Background: an optimization exercise with open tools, aiming at small area and a short achievable clock period. Do not read the settings as production practice.
Where RTL was checked, it was by simulation tests only, not by an equivalence proof against the original.
Function not checked in run 1: the RTL went through the layout flow alone.
In every run shown here, the design's own scripts or RTL, not TritonCTS, make the clock network.
The clock port is modelled as an ideal driver, which makes a skipped or thinned clock tree look cheaper than it is; a real chip needs a root buffer or a tree.
Power and IR drop assume default switching activity.

`flow/config.mk`:
```
export PLATFORM = sky130hd
export DESIGN_NAME = can_fd_rx
export DESIGN_NICKNAME = can_fd_rx
export VERILOG_FILES = /design/flow/design.v
export SDC_FILE = /design/flow/constraint.sdc
export NUM_CORES = 4
export LEC_CHECK = 0
export ABC_AREA = 1
export CAP_MARGIN = 20
export CORE_MARGIN = 2
export CORE_UTILIZATION = 40
export PLACE_DENSITY = 0.6
export SETUP_SLACK_MARGIN = 3.0
export SLEW_MARGIN = 20
```
`flow/constraint.sdc`:
```
create_clock -name core_clock -period 5.0 [get_ports {clk}]
set_input_delay 1.0000 -clock core_clock [delete_from_list [all_inputs] [get_ports {clk}]]
set_output_delay 1.0000 -clock core_clock [all_outputs]
set_load 0.01 [all_outputs]
```
`flow/design.v`:
```
module can_fd_rx (
    input  wire        clk,
    input  wire        rst,
    input  wire        fd_en,
    input  wire        pex_en,
    input  wire        rx_valid,
    input  wire        rx_bit,
    output reg         ev_hdr,
    output wire [28:0] hdr_ident,
    output reg         hdr_ide,
    output wire        hdr_rtr,
    output reg         hdr_fdf,
    output wire        hdr_brs,
    output wire        hdr_esi,
    output wire [3:0]  hdr_dlc,
    output reg  [6:0]  hdr_len,
    output reg         ev_word,
    output wire [3:0]  word_idx,
    output wire [31:0] word_data,
    output reg         ev_ack,
    output reg         ev_valid,
    output reg         ev_end,
    output reg         ev_eofdom,
    output reg         ev_pex,
    output reg         ev_err,
    output wire [3:0]  err_kind,
    output wire [4:0]  err_field
);
    localparam [4:0] F_BASE_ID     = 5'h01;
    localparam [4:0] F_RTR_SRR     = 5'h02;
    localparam [4:0] F_IDE         = 5'h03;
    localparam [4:0] F_EXT_ID      = 5'h04;
    localparam [4:0] F_RTR2        = 5'h05;
    localparam [4:0] F_FDF         = 5'h06;
    localparam [4:0] F_RES         = 5'h07;
    localparam [4:0] F_BRS         = 5'h08;
    localparam [4:0] F_ESI         = 5'h09;
    localparam [4:0] F_DLC         = 5'h0A;
    localparam [4:0] F_DATA        = 5'h0B;
    localparam [4:0] F_STUFF_COUNT = 5'h0C;
    localparam [4:0] F_CRC         = 5'h0D;
    localparam [4:0] F_CRC_DELIM   = 5'h0E;
    localparam [4:0] F_ACK         = 5'h0F;
    localparam [4:0] F_ACK_DELIM   = 5'h10;
    localparam [4:0] F_EOF         = 5'h11;
    localparam [2:0] E_STUFF       = 3'h3;
    localparam [2:0] E_FORM        = 3'h4;
    localparam [2:0] E_CRC         = 3'h5;
    localparam [2:0] E_STUFF_COUNT = 3'h6;
    localparam [14:0] POLY15 = 15'h4599;
    localparam [16:0] POLY17 = 17'h1685B;
    localparam [20:0] POLY21 = 21'h102899;
    reg v, b, fe, pe;
    always @(posedge clk) begin
        v  <= rx_valid;
        b  <= rx_bit;
        fe <= fd_en;
        pe <= pex_en;
    end
    reg        active;
    reg [4:0]  cur;         
    reg [8:0]  cnt;         
    reg        fresh;       
    reg [2:0]  run;         
    reg        last;        
    reg        dyn;         
    reg        stf;         
    reg [4:0]  sfield;      
    reg [2:0]  stuffc;      
    reg        scerr;       
    reg [14:0] crc15;
    reg [16:0] crc17;
    reg [20:0] crc21;
    reg [31:0] r;           
    reg        lbf;         
    reg        fin;         
    reg        crc_okr;     
    assign hdr_ident = r[28:0];
    assign hdr_rtr   = r[31];
    assign hdr_esi   = r[30];
    assign hdr_brs   = r[29];
    assign hdr_dlc   = cnt[8:5];
    assign word_data = r;
    assign word_idx  = cnt[8:5];
    assign err_kind  = {1'b0, hdr_len[2:0]};
    assign err_field = cur;
    wire in_bit = v & active;
    wire dbit   = in_bit & ~stf;         
    wire sbit   = in_bit & stf;          
    wire sof    = v & ~active & ~b;
    wire same   = (b == last);
    wire c_base   = (cur == F_BASE_ID);
    wire c_rtr1   = (cur == F_RTR_SRR);
    wire c_ide    = (cur == F_IDE);
    wire c_ext    = (cur == F_EXT_ID);
    wire c_rtr2   = (cur == F_RTR2);
    wire c_fdf    = (cur == F_FDF);
    wire c_res    = (cur == F_RES);
    wire c_brs    = (cur == F_BRS);
    wire c_esi    = (cur == F_ESI);
    wire c_dlc    = (cur == F_DLC);
    wire c_data   = (cur == F_DATA);
    wire c_sc     = (cur == F_STUFF_COUNT);
    wire c_crc    = (cur == F_CRC);
    wire c_crcdel = (cur == F_CRC_DELIM);
    wire c_ack    = (cur == F_ACK);
    wire c_ackdel = (cur == F_ACK_DELIM);
    wire c_eof    = (cur == F_EOF);
    wire c_msg    = ~cur[4] & ~(cur[3] & cur[2]);    
    wire c_crcs   = c_msg | c_sc | c_crc;            
    wire fd   = hdr_fdf;
    wire wide = hdr_len[6] | hdr_len[5] | (hdr_len[4] & (hdr_len[3] | hdr_len[2]));
    wire nf        = ~fresh;
    wire i_m4_3    = nf & (cnt[1:0] == 2'd2);       
    wire i_byte7   = nf & (cnt[2:0] == 3'd6);
    wire i_eof5    = nf & (cnt[2:0] == 3'd4);
    wire i_eof6    = nf & (cnt[2:0] == 3'd5);
    wire [8:0] cnt1 = fresh ? 9'd0 : cnt + 9'd1;
    reg  [2:0] th;
    wire [3:0] lane_le = {1'b1, th};
    wire [3:0] lane_eq = {~th[2], th[2] & ~th[1], th[1] & ~th[0], th[0]};
    wire z15 = (crc15 == 15'd0);
    wire z17 = (crc17 == 17'd0);
    wire z21 = (crc21 == 21'd0);
    wire crc_ok = fd ? (~scerr & (wide ? z21 : z17)) : z15;
    reg sc_exp;
    always @* begin
        if (fresh) sc_exp = stuffc[2];
        else case (cnt[1:0])
            2'd0:    sc_exp = stuffc[2] ^ stuffc[1];
            2'd1:    sc_exp = stuffc[1] ^ stuffc[0];
            default: sc_exp = stuffc[0];
        endcase
    end
    function [6:0] data_len;
        input [3:0] d;
        input       fd;
        input       remote;
        begin
            if (fd) begin
                case (d)
                    4'd9:    data_len = 7'd12;
                    4'd10:   data_len = 7'd16;
                    4'd11:   data_len = 7'd20;
                    4'd12:   data_len = 7'd24;
                    4'd13:   data_len = 7'd32;
                    4'd14:   data_len = 7'd48;
                    4'd15:   data_len = 7'd64;
                    default: data_len = {3'd0, d};
                endcase
            end else if (remote) begin
                data_len = 7'd0;
            end else if (d[3]) begin
                data_len = 7'd8;
            end else begin
                data_len = {3'd0, d};
            end
        end
    endfunction
    wire [3:0] dlc_n = {cnt[7:5], b};
    wire [6:0] len_n = data_len(dlc_n, fd, hdr_rtr);
    wire       len_z = fd ? (dlc_n == 4'd0) : (hdr_rtr | (dlc_n == 4'd0));
    wire f_dlc    = c_dlc & fin;
    wire f_data   = c_data & fin;
    wire end_data = (f_dlc & len_z) | f_data;
    wire f_crc    = c_crc & fin;
    reg pre_fin;
    always @* begin
        case (cur)
            F_BASE_ID:     pre_fin = nf & (cnt[3:0] == 4'd8);
            F_EXT_ID:      pre_fin = nf & (cnt[4:0] == 5'd15);
            F_DLC:         pre_fin = nf & (cnt[1:0] == 2'd1);
            F_STUFF_COUNT: pre_fin = nf & (cnt[1:0] == 2'd1);
            F_DATA:        pre_fin = nf & (cnt[2:0] == 3'd5) & lbf;
            F_CRC:         pre_fin = fd ? (cnt[4:0] == (wide ? 5'd22 : 5'd18))
                                        : nf & (cnt[3:0] == 4'd12);
            default:       pre_fin = 1'b0;
        endcase
    end
    wire x_fdf    = c_fdf & b & ~fe;                 
    wire x_res    = c_res & fd & b;                  
    wire x_bad    = x_fdf | x_res;
    wire x_form   = (c_crcdel | c_ackdel | (c_eof & ~i_eof6)) & ~b;
    wire x_crc    = c_ackdel & b & ~crc_okr;
    wire d_pex    = x_bad & pe;
    wire d_err    = (x_bad & ~pe) | x_form | x_crc;
    wire d_eofdom = c_eof & i_eof6 & ~b;
    wire d_end    = c_eof & i_eof6 & b;
    wire d_valid  = c_eof & i_eof5 & b;
    wire d_ack    = c_crcdel & b & crc_ok;
    wire d_hdr    = f_dlc;
    wire d_word   = c_data & i_byte7 & ((cnt[4:3] == 2'd3) | lbf);
    wire d_stop   = d_pex | d_err | d_eofdom | d_end;
    wire s_err    = sbit & same;                     
    reg [4:0] nxt;
    reg       adv;       
    always @* begin
        nxt = cur;
        adv = 1'b0;
        case (cur)
            F_BASE_ID:     begin nxt = F_RTR_SRR; adv = fin; end
            F_RTR_SRR:     begin nxt = F_IDE; adv = 1'b1; end
            F_IDE:         begin nxt = b ? F_EXT_ID : F_FDF; adv = 1'b1; end
            F_EXT_ID:      begin nxt = F_RTR2; adv = fin; end
            F_RTR2:        begin nxt = F_FDF; adv = 1'b1; end
            F_FDF:         begin nxt = (b | hdr_ide) ? F_RES : F_DLC; adv = ~x_fdf; end
            F_RES:         begin nxt = fd ? F_BRS : F_DLC; adv = ~x_res; end
            F_BRS:         begin nxt = F_ESI; adv = 1'b1; end
            F_ESI:         begin nxt = F_DLC; adv = 1'b1; end
            F_DLC:         begin nxt = len_z ? (fd ? F_STUFF_COUNT : F_CRC) : F_DATA; adv = fin; end
            F_DATA:        begin nxt = fd ? F_STUFF_COUNT : F_CRC; adv = f_data; end
            F_STUFF_COUNT: begin nxt = F_CRC; adv = fin; end
            F_CRC:         begin nxt = F_CRC_DELIM; adv = f_crc; end
            F_CRC_DELIM:   begin nxt = F_ACK; adv = b; end
            F_ACK:         begin nxt = F_ACK_DELIM; adv = 1'b1; end
            F_ACK_DELIM:   begin nxt = F_EOF; adv = b & crc_okr; end
            default:       begin nxt = cur; adv = 1'b0; end
        endcase
    end
    integer i;
    always @(posedge clk) begin
        if (rst) begin
            active    <= 1'b0;
            ev_hdr    <= 1'b0;
            ev_word   <= 1'b0;
            ev_ack    <= 1'b0;
            ev_valid  <= 1'b0;
            ev_end    <= 1'b0;
            ev_eofdom <= 1'b0;
            ev_pex    <= 1'b0;
            ev_err    <= 1'b0;
        end else begin
            if (sof)
                active <= 1'b1;
            else if (s_err || (dbit && d_stop))
                active <= 1'b0;
            ev_hdr    <= dbit & d_hdr;
            ev_word   <= dbit & d_word;
            ev_ack    <= dbit & d_ack;
            ev_valid  <= dbit & d_valid;
            ev_end    <= dbit & d_end;
            ev_eofdom <= dbit & d_eofdom;
            ev_pex    <= dbit & d_pex;
            ev_err    <= s_err | (dbit & d_err);
        end
        if (sof) begin
            cur   <= F_BASE_ID;
            fresh <= 1'b1;
        end else if (s_err) begin
            cur   <= sfield;
        end else if (dbit) begin
            if (adv) cur <= nxt;
            fresh <= adv & ~c_sc;
            cnt   <= c_dlc ? {dlc_n, cnt1[4:0]} : cnt1;
        end
        if (s_err)
            hdr_len[2:0] <= E_STUFF;
        else if (dbit && d_err)
            hdr_len[2:0] <= x_crc ? ((fd & scerr) ? E_STUFF_COUNT : E_CRC) : E_FORM;
        else if (dbit && f_dlc)
            hdr_len <= len_n;
        if (sof) begin
            run    <= 3'd1;
            last   <= 1'b0;
            dyn    <= 1'b1;
            stf    <= 1'b0;
            stuffc <= 3'd0;
        end else if (sbit) begin
            run    <= 3'd1;
            last   <= b;
            stf    <= 1'b0;
            if (dyn) stuffc <= stuffc + 3'd1;
        end else if (dbit) begin
            run    <= same ? run + 3'd1 : 3'd1;
            last   <= b;
            stf    <= (end_data & fd) | ((c_sc | c_crc) & fd & i_m4_3) |
                      (dyn & same & (run == 3'd4));
            if ((end_data & fd) | (f_crc & ~fd)) dyn <= 1'b0;
        end
        if (dbit)
            sfield <= (end_data & fd) ? F_STUFF_COUNT : cur;
        lbf <= ({1'b0, cnt[8:3]} + 7'd1 == hdr_len);
        if (dbit) begin
            if (!c_data)
                th <= 3'b111;
            else if (i_byte7)
                th <= (th[2] ? {th[1:0], 1'b0} : 3'b111);
        end
        crc_okr <= crc_ok;
        if (sof)
            fin <= 1'b0;
        else if (dbit)
            fin <= ~adv & pre_fin;
        if (!active) begin
            crc15 <= 15'd0;
            crc17 <= POLY17;
            crc21 <= POLY21;
        end else if (in_bit && c_crcs) begin
            if (!stf)
                crc15 <= {crc15[13:0], 1'b0} ^ ((b ^ crc15[14]) ? POLY15 : 15'd0);
            if (!stf || dyn) begin
                crc17 <= {crc17[15:0], 1'b0} ^ ((b ^ crc17[16]) ? POLY17 : 17'd0);
                crc21 <= {crc21[19:0], 1'b0} ^ ((b ^ crc21[20]) ? POLY21 : 21'd0);
            end
        end
        if (dbit && c_sc)
            scerr <= (fresh ? 1'b0 : scerr) | (b ^ sc_exp);
        if (!active) begin
            r[17:0]  <= 18'd0;
            r[30:29] <= 2'd0;
        end
        if (dbit && (c_rtr1 || c_rtr2)) r[31] <= b;
        if (dbit && c_esi) r[30] <= b;
        if (dbit && c_brs) r[29] <= b;
        if (dbit && (c_base || c_ext)) begin
            r[28:0] <= {r[27:0], b};
        end else if (dbit && c_data) begin
            for (i = 0; i < 4; i = i + 1)
                if (lane_le[i])
                    r[8*i +: 8] <= {r[8*i +: 7], b & lane_eq[i]};
        end
        if (dbit) begin
            if (c_ide) hdr_ide <= b;
            if (c_fdf) hdr_fdf <= b;
        end
    end
endmodule
```
`flow/flow/run.sh`:
```
#!/bin/bash
# Standard layout with two changes:
#  - the port buffers are made from the smallest buffer (sky130_fd_sc_hd__buf_1)
#    instead of the resizer's default choice; timing repair still resizes any
#    of them that is on a critical path;
#  - the clock tree is a balanced two-level tree built by flow/cts_pre.tcl
#    (clk -> 4 buffers -> 8 buffers -> flip-flops, sinks clustered by
#    location) in place of TritonCTS's H-tree; the rest of the CTS step
#    (legalization, setup and hold repair) runs as usual.
set -euo pipefail
here=$(pwd)
export BUFFER_PORTS_ARGS="-buffer_cell sky130_fd_sc_hd__buf_1"
export PRE_CTS_TCL="$here/flow/cts_pre.tcl"
bash standard.sh > standard.log 2>&1
```
`flow/flow/cts_pre.tcl`:
```
# Build a balanced two-level clock tree by hand and turn TritonCTS off for
# this step: the clock port drives NL1 first-level buffers, each of them
# drives two leaf buffers, and each leaf buffer drives the flip-flops of one
# cluster (k-means on their placed locations).
set block [ord::get_db_block]
set db [ord::get_db]
set clknet [[$block findBTerm clk] getNet]
set leaf_master [$db findMaster sky130_fd_sc_hd__clkbuf_16]
set l1_master [$db findMaster sky130_fd_sc_hd__clkbuf_8]

set pts {}
foreach it [$clknet getITerms] {
  set inst [$it getInst]
  set box [$inst getBBox]
  lappend pts [list [expr {([$box xMin] + [$box xMax]) / 2.0}] [expr {([$box yMin] + [$box yMax]) / 2.0}] $it]
}
set nsink [llength $pts]
set NL1 [expr {min(4, max(1, int(ceil($nsink / 40.0))))}]
set NB [expr {2 * $NL1}]
puts "manual clock tree: $nsink sinks, $NB leaf buffers, $NL1 first-level buffers"

proc kmeans {pts k iters} {
  set xs {}; set ys {}
  foreach p $pts { lappend xs [lindex $p 0]; lappend ys [lindex $p 1] }
  set minx [tcl::mathfunc::min {*}$xs]; set maxx [tcl::mathfunc::max {*}$xs]
  set miny [tcl::mathfunc::min {*}$ys]; set maxy [tcl::mathfunc::max {*}$ys]
  # start on a grid of k/2 columns and 2 rows (or one row for k < 2)
  set cx {}; set cy {}
  set cols [expr {max(1, $k / 2)}]; set rows [expr {$k / $cols}]
  for {set i 0} {$i < $cols} {incr i} {
    for {set j 0} {$j < $rows} {incr j} {
      lappend cx [expr {$minx + ($i + 0.5) / $cols * ($maxx - $minx)}]
      lappend cy [expr {$miny + ($j + 0.5) / $rows * ($maxy - $miny)}]
    }
  }
  for {set iter 0} {$iter < $iters} {incr iter} {
    set grp [lrepeat $k {}]
    foreach p $pts {
      set best 0; set bd 1e18
      for {set c 0} {$c < $k} {incr c} {
        set dd [expr {abs([lindex $p 0] - [lindex $cx $c]) + abs([lindex $p 1] - [lindex $cy $c])}]
        if {$dd < $bd} { set bd $dd; set best $c }
      }
      lset grp $best [concat [lindex $grp $best] [list $p]]
    }
    for {set c 0} {$c < $k} {incr c} {
      set g [lindex $grp $c]
      if {[llength $g] == 0} continue
      set sx 0; set sy 0
      foreach p $g { set sx [expr {$sx + [lindex $p 0]}]; set sy [expr {$sy + [lindex $p 1]}] }
      lset cx $c [expr {$sx / [llength $g]}]; lset cy $c [expr {$sy / [llength $g]}]
    }
  }
  return [list $grp $cx $cy]
}

proc place_at {inst x y} {
  $inst setLocation [expr {int($x)}] [expr {int($y)}]
  $inst setPlacementStatus PLACED
}

lassign [kmeans $pts $NB 30] grp cx cy

# leaf buffers
set leaves {}
for {set c 0} {$c < $NB} {incr c} {
  set g [lindex $grp $c]
  if {[llength $g] == 0} continue
  set inst [odb::dbInst_create $block $leaf_master "clkleaf_$c"]
  set net [odb::dbNet_create $block "clknet_leaf_$c"]
  $net setSigType CLOCK
  foreach p $g { set it [lindex $p 2]; $it disconnect; $it connect $net }
  [$inst findITerm X] connect $net
  place_at $inst [lindex $cx $c] [lindex $cy $c]
  lappend leaves [list [lindex $cx $c] [lindex $cy $c] $inst]
  puts "  leaf $c: [llength $g] sinks"
}

# first level: cluster the leaf buffers
lassign [kmeans $leaves $NL1 30] lgrp lcx lcy
for {set c 0} {$c < $NL1} {incr c} {
  set g [lindex $lgrp $c]
  if {[llength $g] == 0} continue
  set inst [odb::dbInst_create $block $l1_master "clkl1_$c"]
  set net [odb::dbNet_create $block "clknet_l1_$c"]
  $net setSigType CLOCK
  [$inst findITerm A] connect $clknet
  [$inst findITerm X] connect $net
  foreach p $g { [[lindex $p 2] findITerm A] connect $net }
  place_at $inst [lindex $lcx $c] [lindex $lcy $c]
  puts "  first-level buffer $c: [llength $g] leaf buffers"
}
$clknet setSigType CLOCK

set_propagated_clock [all_clocks]

# the tree is built: CTS itself does nothing in this step
rename clock_tree_synthesis tritoncts_unused
proc clock_tree_synthesis {args} { puts "clock_tree_synthesis skipped: manual clock tree" }
```
`flow/standard.sh`:
```
#!/bin/bash
# synth_recipe.tcl (not shown) runs the flow's synth.tcl, then flattens the netlist and writes it again
# the make line also repeats each setting of config.mk as NAME=value (left out here)
make -C /OpenROAD-flow-scripts/flow DESIGN_CONFIG=/design/flow/config.mk WORK_HOME=/design/flow/orfs CLKGATE_MAP_FILE= SYNTH_SCRIPT=/design/flow/synth_recipe.tcl "${@:-finish}"
```
==> results_dict.tcl, run 1 <==
set metrics [dict create \
    initial_utilization_pct 40.5 \
    synth_fa_ha_area_share_pct 1.56 \
    die-width_um 138 \
    rsz0062_at_grt "yes" \
    worstPathBufferInverterCount 1 \
    hp-class "reg2reg" \
    die_y_um 138 \
    synthFlopType "dfxtp_1" \
    synth_compound_area_share_pct 11.7 \
    cp.required_ns 4.00 \
    areaGrowthSynthToFinish_pct 10.6 \
    grt_max_degree 48 \
    path_class "reg2out" \
    fillers 1820 \
    vdd_drop_max_uv 347 \
    yosys.area_share.simple_pct 25.6 \
    yosys.area.top_type "dfxtp_1" \
    drtIter0Drc 488 \
    synth_warnings 1 \
    endpoint_kind "primary output" \
    status "complete, no violations" \
    synth_top_family_by_area "simple AND/OR/NAND/NOR gates" \
    wl_um 17800 \
    final_cell_mix "nand2_1, buf_1, dfxtp_1, nor2_1, inv_1" \
    synth.top_cell.area_share_pct 30.0 \
    crit_path_max_fanout 5 \
    synth_nets 953 \
    yosysSeqAreaShare_pct 44.6 \
    synth-seq-cells 143 \
    critPathTopFamily "flip-flops" \
    fin_area_um2 7960 \
    start_kind "flip-flop" \
    cp_slowest_stage_delay_ns 0.52 \
    r2r_setup_slack_ns 3.07 \
    slew_headroom_pct 51.1 \
    num_rows 49 \
    fmax_mhz 503 \
    tightestPinTransition_ns 0.731 \
    finalPower_mw 2.65 \
    finClkSkew_ns 0.0284 \
    clk_latency_ns 0.30 \
    yosys-top-cells-area "dfxtp_1, edfxtp_1, nand2_1" \
    track_usage_pct 17.5 \
    ys_types 45 \
    dieArea_um2 19100 \
    finalCriticalPeriod_ns 1.99 \
    cp.arrival_ns 0.99 \
    avgSynthCellArea_um2 7.67 \
    final_common_cell "nand2_1" \
    maxSlewViolCount 0 \
    ys_async_sr_fraction_pct 0 \
    final_util_pct 44.8 \
    drt-wirelength-per-cell_um 14.6 \
    coreArea_um2 17800 \
    hold_viol 0 \
    setup_viol 0 \
    placed_cell_area_um2 7380 \
    min_period_over_period_pct 39.8 \
    postRouteAntennaNets 0 \
    grt_overflow 0 \
    cpMaxStageDelayCell "edfxtp_1" \
    synthCells 938 \
    synth-xor-area-share_pct 4.59 \
    dr_total_vias 6130 \
    numPortBuffers 102 \
    path_clk_slew_ns 0.10 \
    via_per_inst 5.01 \
    dr.pass1.iters 5 \
    power.density_nw_per_um2 333 \
    grt_pass1_vias 5482 \
    io_pins 104 \
    synth_edf_count 35 \
    setup-tns-final_ns 0 \
    p_leak_nw 3.19 \
    cp_cell_sequence "clkbuf_2" \
    gp_congestion 0.928 \
    drv.max_cap_violation_count 0 \
    syn_area_um2 7200 \
    antenna_found_initial 0 \
    final_nets 1011 \
    drive_gt1_share_pct 9.15 \
    drc 0 \
    hpwl_um 12100 \
    synthMuxAreaShare_pct 0 \
    grt_pass1_wl_um 28400 \
]
## worst paths after layout
kind	endpoint	startpoint	depth (start not counted)
max	hdr_fdf	hdr_fdf	1
min	crc15[1]	crc15[1]	2
max reg2reg	cur[2]	hdr_fdf	11
min reg2reg	crc15[1]	crc15[1]	2
## metrics by stage
stage / instances / setup WS [ns] / hold slack, ns
2_1_floorplan: 938 / 3.29 / 0.422
3_3_place_gp: 1193 / 1.85 / 0.449
3_5_place_dp: 1193 / 1.74 / 0.453
4_1_cts: 1211 / 2.97 / 0.467
5_1_grt: 1223 / 2.96 / 0.485
6_report: 1224 / 3.01 / 0.464
## what timing repair did
action	4_1_cts	5_1_grt
setup endpoints to repair	137	104
hold buffers	0	0
pin swaps	1	2
setup buffers	5	10
gates cloned	1	2
resized for setup	22	21
## cells in the mapped netlist, types with 2 or more instances
cell and instances:
nand3_2 6, inv_2 9, nor3b_1 2, nand2_1 212, o32ai_1 3, xor2_2 2
nand2_2 4, clkbuf_1 15, nor2_4 2, nand4_1 12, nand3_1 50, dfxtp_1 108
a31oi_1 5, o31ai_1 2, nor2_1 91, o22ai_1 2, buf_2 13, o21ai_1 10
nor3_1 18, xnor2_1 3, o21ai_0 50, edfxtp_1 35, nand2_4 2, nor2_2 6
buf_4 47, o211ai_1 4, xor2_1 31, or2_2 4, buf_6 2, nor4_1 9
inv_1 83, a21oi_1 75, ha_1 9
## kinds of logic (layout without fill, tap and decap cells)
kind of cell / after synthesis / in the layout
simple gates: 421 / 423
buf+inv: 172 / 226
fa+ha+maj: 9 / 9
xor+xnor: 36 / 36
other cells: 1 / 2
compound gates: 156 / 156
flops: 143 / 143
## sequential cells by signal, indices dropped and copies added, names as in the netlist, 3 cells and up
| name | cells |
|---|---|
| crc17 | 17 |
| crc15 | 15 |
| hdr_len | 7 |
| stuffc | 3 |
| r | 32 |
| cnt | 9 |
| cur | 5 |
| th | 3 |
| sfield | 5 |
| run | 3 |
| crc21 | 21 |
## power by group
part,switching (mW),internal (mW)
registers,0.0960,1.25
logic,0.403,0.185
clock network,0.352,0.358
## layer usage
metal,track usage (%),vias to the layer above,wire [µm]
met5,0,-,0
met4,2.42,0,218
met3,2.11,17,795
met2,28.9,129,8310
met1,25.2,2853,8500
li1,-,3131,-
## cell type report
class                           count  area (µm²)  area share, %
Multi-Input combinational cell    625        3260           41.0
Sequential cell                   143        3230           40.5
Antenna cell                        1        2.50         0.0314
Buffer                             12         255           3.21
Tap cell                          229         287           3.60
Inverter                           93         364           4.57
Timing Repair Buffer              121         564           7.09
==> inputs of run 2 (changes only) <==
--- a/flow/design.v
+++ b/flow/design.v
@@ -116,9 +116,7 @@
     wire i_eof5    = nf & (cnt[2:0] == 3'd4);
     wire i_eof6    = nf & (cnt[2:0] == 3'd5);
     wire [8:0] cnt1 = fresh ? 9'd0 : cnt + 9'd1;
-    reg  [2:0] th;
-    wire [3:0] lane_le = {1'b1, th};
-    wire [3:0] lane_eq = {~th[2], th[2] & ~th[1], th[1] & ~th[0], th[0]};
+    wire [1:0] lane = fresh ? 2'd0 : (cnt[2:0] == 3'd7) ? cnt[4:3] + 2'd1 : cnt[4:3];
     wire z15 = (crc15 == 15'd0);
     wire z17 = (crc17 == 17'd0);
     wire z21 = (crc21 == 21'd0);
@@ -280,12 +278,6 @@
         if (dbit)
             sfield <= (end_data & fd) ? F_STUFF_COUNT : cur;
         lbf <= ({1'b0, cnt[8:3]} + 7'd1 == hdr_len);
-        if (dbit) begin
-            if (!c_data)
-                th <= 3'b111;
-            else if (i_byte7)
-                th <= (th[2] ? {th[1:0], 1'b0} : 3'b111);
-        end
         crc_okr <= crc_ok;
         if (sof)
             fin <= 1'b0;
@@ -315,9 +307,12 @@
         if (dbit && (c_base || c_ext)) begin
             r[28:0] <= {r[27:0], b};
         end else if (dbit && c_data) begin
-            for (i = 0; i < 4; i = i + 1)
-                if (lane_le[i])
-                    r[8*i +: 8] <= {r[8*i +: 7], b & lane_eq[i]};
+            for (i = 0; i < 4; i = i + 1) begin
+                if (lane == i[1:0])
+                    r[8*i +: 8] <= {r[8*i +: 7], b};
+                else if (lane < i[1:0])
+                    r[8*i +: 8] <= {r[8*i +: 7], 1'b0};
+            end
         end
         if (dbit) begin
             if (c_ide) hdr_ide <= b;
==> flow/flow/run.sh (replaced) <==
#!/bin/bash
# Standard layout with three changes:
#  - synthesis maps the logic with flow/abc_area.script, a stronger area
#    script for ABC (ABC_AREA is set), in place of ORFS's abc_area.script;
#    ORFS's scripts are copied to scripts/ here and only that file differs;
#    the flip-flops are mapped before ABC runs, so they are the standard
#    synthesis's, with the same names and cells;
#  - the port buffers are made from the smallest buffer (sky130_fd_sc_hd__buf_1)
#    instead of the resizer's default choice; timing repair still resizes any
#    of them that is on a critical path;
#  - the clock tree is a balanced two-level tree built by flow/cts_pre.tcl
#    (clk -> 4 buffers -> 8 buffers -> flip-flops, sinks clustered by
#    location) in place of TritonCTS's H-tree; the rest of the CTS step
#    (legalization, setup and hold repair) runs as usual.
# Each step's full log is in orfs/logs/; make's output is in standard.log.
set -euo pipefail
here=$(pwd)
rm -rf "$here/scripts"
cp -r "$FLOW_HOME/scripts" "$here/scripts"
cp "$here/flow/abc_area.script" "$here/scripts/abc_area.script"
export SCRIPTS_DIR="$here/scripts"
export BUFFER_PORTS_ARGS="-buffer_cell sky130_fd_sc_hd__buf_1"
export PRE_CTS_TCL="$here/flow/cts_pre.tcl"
bash standard.sh > standard.log 2>&1
==> flow/flow/abc_area.script (new file) <==
strash
ifraig
scorr
dc2
strash
dch -f
map -a
topo
--- a/flow/config.mk
+++ b/flow/config.mk
@@ -10,5 +10,5 @@
 export CORE_MARGIN = 2
 export CORE_UTILIZATION = 40
 export PLACE_DENSITY = 0.6
-export SETUP_SLACK_MARGIN = 3.0
+export SETUP_SLACK_MARGIN = 3.05
 export SLEW_MARGIN = 20
==> run 2 against run 1 <==
Compared with the run above: critical path depth grew 15; routed wire length grew 7.0%; combinational power grew 110%; still clean; synthesized area shrank 9.5%; highest routed layer unchanged; register-to-register slack lost 0.19 ns.
==> results_dict.tcl, run 2 <==
set metrics [dict create \
    status "complete, no violations" \
    hpwl_um 11600 \
    yosys.area.top_type "dfxtp_1" \
    multi_input_area_um2 3360 \
    hold_viol 0 \
    gp_congestion 0.960 \
    largest_reg_flops 32 \
    dr.pass1.iters 4 \
    synthFlopType "dfxtp_1" \
    dp_cells 1069 \
    drive_gt1_share_pct 28.3 \
    fin_area_um2 8720 \
    rr_endpoint "cur[0]" \
    die_y_um 132 \
    coreArea_um2 15900 \
    yosysSeqAreaShare_pct 47.9 \
    hold_end "crc21[14]" \
    p_leak_nw 3.04 \
    final_common_cell "buf_1" \
    dr_total_vias 6117 \
    syn_area_um2 6510 \
    setup_viol 0 \
    avgSynthCellArea_um2 8.17 \
    num_antenna_cells 0 \
    io_pins 104 \
    postRouteAntennaNets 0 \
    cp.arrival_ns 2.26 \
    synth_warnings 1 \
    placed_cell_area_um2 7030 \
    yosys-top-cells-area "dfxtp_1, edfxtp_1, a21oi_1" \
    grt_pass1_vias 5527 \
    whs_ns 0.451 \
    setup-tns-final_ns 0 \
    ys_types 36 \
    hold_start "crc21[14]" \
    maxSlewViolCount 0 \
    yosysMostFrequentCell "dfxtp_1" \
    dieArea_um2 17300 \
    antenna_found_initial 0 \
    die-width_um 132 \
    fillers 1472 \
    min_path_cells 2 \
    final_cell_mix "buf_1, dfxtp_1, a21oi_1, buf_4, nand2_1" \
    path_clk_slew_ns 0.08 \
    drc 0 \
    wl_um 19100 \
    synth_nets 813 \
    hp-class "reg2reg" \
    cp_slowest_stage_delay_ns 0.38 \
    cp.required_ns 5.14 \
    r2r_setup_slack_ns 2.88 \
    fmax_mhz 472 \
    power.density_nw_per_um2 389 \
    num_rows 46 \
    grt_pass1_wl_um 28900 \
    ff_latch_area_um2 3150 \
    drv.max_cap_violation_count 0 \
    synth.top_cell.area_share_pct 33.2 \
    finClkSkew_ns 0.0319 \
    grt_overflow 0 \
    initial_utilization_pct 41.0 \
    r2r_start "cur[3]" \
    numPortBuffers 102 \
    drt-wirelength-per-cell_um 16.3 \
    via_per_inst 5.24 \
    reg_top3 "r x32, crc21 x21, crc17 x17" \
    track_usage_pct 20.1 \
    areaGrowthSynthToFinish_pct 33.9 \
    drtIter0Drc 440 \
    start_kind "flip-flop" \
    fin_cells 1167 \
    vdd_drop_max_uv 214 \
    slew_headroom_pct 50.1 \
    endpoint_kind "flip-flop" \
    cpMaxStageDelayCell "dfxtp_4" \
    finalCriticalPeriod_ns 2.12 \
    cp_cell_sequence "inv_6 -> nor2_4 -> clkinv_2 -> nor2_4 -> clkinv_4 -> nand2_2 -> nor2_2 -> nand3_2 -> nand2_2 -> o2111ai_2 -> nand2_2 -> inv_4 -> nor2_4 -> inv_4 -> o22ai_2 -> o21ai_1" \
    top_register "r" \
    grt_max_degree 65 \
    crit_path_max_fanout 8 \
    synth_edf_count 32 \
    tightestPinTransition_ns 0.746 \
    synth_commonest_cells "dfxtp_1, clkinv_1, a21oi_1" \
    ys_async_sr_fraction_pct 0 \
    synthCells 797 \
    ff2ff_path_depth 16 \
    clk_latency_ns 0.30 \
    postCtsHoldBufs 0 \
    final_nets 969 \
    path_class "reg2reg" \
    min_period_over_period_pct 42.3 \
    synth-seq-cells 140 \
    rsz0062_at_grt "yes" \
]
[run 2: cell count changes after synthesis, moves of 13 or more]
| cell | delta |
|---|---|
| nand2_1 | -130 |
| clkinv_1 | +101 |
| inv_1 | -83 |
| nand3_1 | -30 |
| a21oi_1 | +23 |
| o21ai_0 | +18 |
| clkbuf_1 | -15 |
| nor3_1 | +15 |
| buf_2 | -13 |
| xor2_1 | -13 |
[run 2: power breakdown]
part | internal (mW) | switching [mW] | total, mW
registers | 1.29 | 0.159 | 1.45
logic | 0.515 | 0.722 | 1.24
clock network | 0.358 | 0.349 | 0.708
[run 2: per-stage QoR]
| step | utilization [%] | setup slack [ns] | power [mW] |
|---|---|---|---|
| after floorplan | - | 2.70 | 1.98 |
| after global placement | 44.3 | 2.40 | 2.15 |
| after detailed placement | 44.3 | 2.38 | 2.15 |
| after CTS | 49.6 | 2.92 | 3.09 |
| after global routing | 54.9 | 2.74 | 3.56 |
| final | 54.9 | 2.88 | 3.39 |
[run 2: routing by layer]
metal  global-route usage, %  wire length (µm)  share of wire, %
met3                    2.82              1310               6.9
met1                    26.7              8000                42
met2                    33.8              9150                48
met5                       0                 0                 0
met4                    6.10               600               3.1
[run 2: kinds of logic (layout without fill, tap and decap cells)]
group	count (synthesis)	after routing	synth area share, %
XOR/XNOR	28	28	3.76
other	1	1	0.0576
AND/OR/NAND/NOR	254	255	16.6
adder cells (fa/ha/maj)	10	10	1.92
AO/OA/AOI/OAI	214	214	18.4
multiplexers	1	1	0.154
flip-flops	140	140	47.9
buffers and inverters	149	302	11.1
[run 2: what timing repair did]
| item | CTS | global route |
|---|---|---|
| buffers inserted | 42 | 40 |
| resized for setup | 72 | 137 |
| endpoints found under the setup margin | 142 | 71 |
| pin swaps | 18 | 41 |
| cloned | 2 | 2 |
[run 2: area by class of cell]
type / count / area share [%]
plain buffers: 12 / 2.93
inverters: 102 / 6.14
multi-input cells: 509 / 38.5
flip-flops and latches: 140 / 36.2
well taps: 216 / 3.10
repair buffers: 187 / 13.0
repair inverters: 1 / 0.100
[run 2: worst max-delay path: cells and delay by family (launching register included)]
family	cells	cell delay [ns]
AOI/OAI and AO/OA	3	0.31
buffers and inverters	5	0.36
DFF	1	0.38
and+or+nand+nor	8	0.93
[run 2: how the worst max path moves through the flow]
stage          slack [ns]  depth (start not counted)      to  startpoint
2_1_floorplan        2.70                         10    r[8]      active
3_3_place_gp         2.40                          9   r[20]      active
3_5_place_dp         2.38                          9   r[20]      active
4_1_cts              2.92                         13  cur[0]      cur[1]
5_1_grt              2.74                         16  cur[3]      cur[1]
6_report             2.88                         16  cur[0]      cur[3]
==> inputs of run 3 (changes only) <==
==> flow/flow/abc_area.script (replaced) <==
&get -n
&st
&dch -f
&nf -a
&put
topo
==> run 3 against run 2 <==
Compared with the run above: largest cell class unchanged; clock skew increased by 0.017 ns; combinational power decreased by 48%; first-iteration DRC count increased by 20%; sequential share of layout area increased by 0.64 points.
==> results_dict.tcl, run 3 <==
set metrics [dict create \
    yosysMostFrequentCell "nor2_1" \
    worst_slack_ns 2.89 \
    hold_start "r[18]" \
    largest_reg_flops 32 \
    slew_headroom_pct 38.9 \
    areaGrowthSynthToFinish_pct 30.0 \
    final_nets 931 \
    power.density_nw_per_um2 311 \
    yosysSeqAreaShare_pct 47.4 \
    die-width_um 132 \
    finClkSkew_ns 0.0492 \
    ff_latch_area_um2 3150 \
    postCtsHoldBufs 0 \
    gp_congestion 0.977 \
    drtIter0Drc 527 \
    critPathLaunch "cur[0]" \
    ys_types 52 \
    hold_viol 0 \
    pre_cts_ws_ns 2.46 \
    cp.arrival_ns 2.26 \
    synth.top_cell.area_share_pct 32.8 \
    setup_viol 0 \
    path_clk_slew_ns 0.08 \
    syn_area_um2 6590 \
    yosys.area.top_type "dfxtp_1" \
    num_antenna_cells 0 \
    fmax_mhz 474 \
    yosys-top-cells-area "dfxtp_1, edfxtp_1, nor2_1" \
    antenna_found_initial 0 \
    final_cell_mix "nor2_1, nand2_1, dfxtp_1, buf_1, o21ai_0" \
    io_pins 104 \
    cpMaxStageDelayCell "dfxtp_4" \
    hpwl_um 11200 \
    ys_async_sr_fraction_pct 0 \
    reg_top3 "r x32, crc21 x21, crc17 x17" \
    num_rows 46 \
    grt_pass1_vias 5260 \
    postRouteAntennaNets 0 \
    synth_warnings 1 \
    endpoint_kind "flip-flop" \
    dieArea_um2 17500 \
    synth-seq-cells 140 \
    drc 0 \
    finalPower_mw 2.67 \
    numPortBuffers 102 \
    coreArea_um2 16000 \
    rsz0062_at_grt "yes" \
    drt-wirelength-per-cell_um 16.9 \
    dr.pass1.iters 6 \
    wl_um 19100 \
    setup-tns-final_ns 0 \
    avgSynthCellArea_um2 8.70 \
    multi_input_area_um2 3660 \
    synth_commonest_cells "nor2_1, dfxtp_1, nand2_1" \
    final_common_cell "nor2_1" \
    dr_total_vias 6161 \
    top_register "r" \
    p_leak_nw 3.23 \
    tightestPinTransition_ns 0.910 \
    cp.required_ns 5.15 \
    clk_latency_ns 0.31 \
    die_y_um 132 \
    fillers 1435 \
    start_kind "flip-flop" \
    grt_overflow 0 \
    synth_nets 773 \
    path_class "reg2reg" \
    drive_gt1_share_pct 20.6 \
    initial_utilization_pct 41.2 \
    crit_path_max_fanout 5 \
    synthFlopType "dfxtp_1" \
    finalCriticalPeriod_ns 2.11 \
    via_per_inst 5.46 \
    vdd_drop_max_uv 184 \
    maxSlewViolCount 0 \
    status "complete, no violations" \
    grt_max_degree 55 \
    drv.max_cap_violation_count 0 \
    synth_edf_count 32 \
    hp-class "reg2reg" \
    grt_pass1_wl_um 28300 \
    track_usage_pct 19.5 \
    placed_cell_area_um2 7060 \
    min_period_over_period_pct 42.2 \
    cp_slowest_stage_delay_ns 0.37 \
    r2r_start "cur[0]" \
    fin_area_um2 8570 \
    r2r_setup_slack_ns 2.89 \
    cp_cell_sequence "buf_12 -> nor2b_4 -> a22oi_2 -> nand4_1 -> nor4bb_4 -> buf_6 -> o21ai_4 -> a221oi_2 -> o21ai_0" \
    synthCells 757 \
]
[run 3: path summary, 6_finish.rpt]
kind                                to  depth (start not counted)
worst max register to register  cur[0]                          9
worst min register to register   r[19]                          0
worst min-delay path             r[19]                          0
worst max-delay path            cur[0]                          9
[run 3: metal layers]
| metal | track usage (%) | part of all wire [%] | wire length, µm | vias to the layer above |
|---|---|---|---|---|
| li1 | - | - | - | 2955 |
| met3 | 2.04 | 7.6 | 1460 | 54 |
| met2 | 30.2 | 44 | 8480 | 278 |
| met1 | 28.7 | 44 | 8470 | 2874 |
| met5 | 0 | 0 | 0 | - |
| met4 | 5.73 | 3.5 | 676 | 0 |
[run 3: per-stage QoR]
stage	hold WS (ns)	utilization, %	std cells
after floorplan	0.443	-	757
after global routing	0.506	53.5	1129
final	0.489	53.5	1129
after CTS	0.483	49.6	1090
after global placement	0.467	44.1	1030
after detailed placement	0.463	44.1	1030
[run 3: logic make-up after synthesis]
logic type / share of synthesized area, %
fa+ha+maj: 1.90
simple gates: 23.1
mux: 0.456
xor+xnor: 5.58
other cells: 0.0569
buf+inv: 5.76
compound gates: 15.8
flops: 47.4
[run 3: timing repair]
item | CTS | global route
buffers inserted | 46 | 38
cloned | 2 | 1
gates resized for setup | 51 | 76
setup endpoints to repair | 133 | 76
pin swaps | 8 | 33
[run 3: worst max-delay path, delay by kind of cell, from the launching register on]
kind / cells / cell delay, ns
compound gates: 4 / 0.65
buf+inv: 2 / 0.31
flops: 1 / 0.37
simple gates: 3 / 0.65
[run 3: final cells by class]
type | instances | share of cell area [%]
plain buffers | 12 | 2.98
inverters | 11 | 0.643
multi-input cells | 563 | 42.7
flip-flops and latches | 140 | 36.8
well taps | 216 | 3.16
repair buffers | 187 | 13.7
[run 3: power breakdown]
| part | internal (mW) | total (mW) | switching [mW] | leakage, nW |
|---|---|---|---|---|
| clock network | 0.358 | 0.703 | 0.345 | 0.127 |
| registers | 1.22 | 1.32 | 0.0976 | 1.18 |
| logic | 0.291 | 0.646 | 0.356 | 1.93 |
| total | 1.87 | 2.67 | 0.798 | 3.23 |

[static timing again, ports no longer ideal]
The results above use ideal ports. As a check the final layouts listed here were re-extracted and re-timed, cells and wires unchanged. Step 1 (the two cells are an assumption about what drives the block):
set clk [get_ports {clk}]
set_driving_cell -lib_cell sky130_fd_sc_hd__clkbuf_16 $clk
set_driving_cell -lib_cell sky130_fd_sc_hd__buf_2 [delete_from_list [all_inputs] $clk]
Step 2 times the ports against the registers' clock, not the clock port: input delays grow and output delays shrink by t, the midpoint of the rising clock arrivals with the driver on. a / b / c = ideal ports / drivers / drivers and shift; a / b = the first two.
run	t (ns)	slack for setup (ns)	worst register clock-pin slew, ns	cell pins on the clock port's net
run 1	0.360	3.012 / 2.936 / 3.074	0.10 / 0.10	4
run 2	0.354	2.883 / 2.871 / 2.883	0.09 / 0.09	4
run 3	0.360	2.889 / 2.889 / 2.889	0.10 / 0.10	4
After both steps every run listed still meets setup and hold.
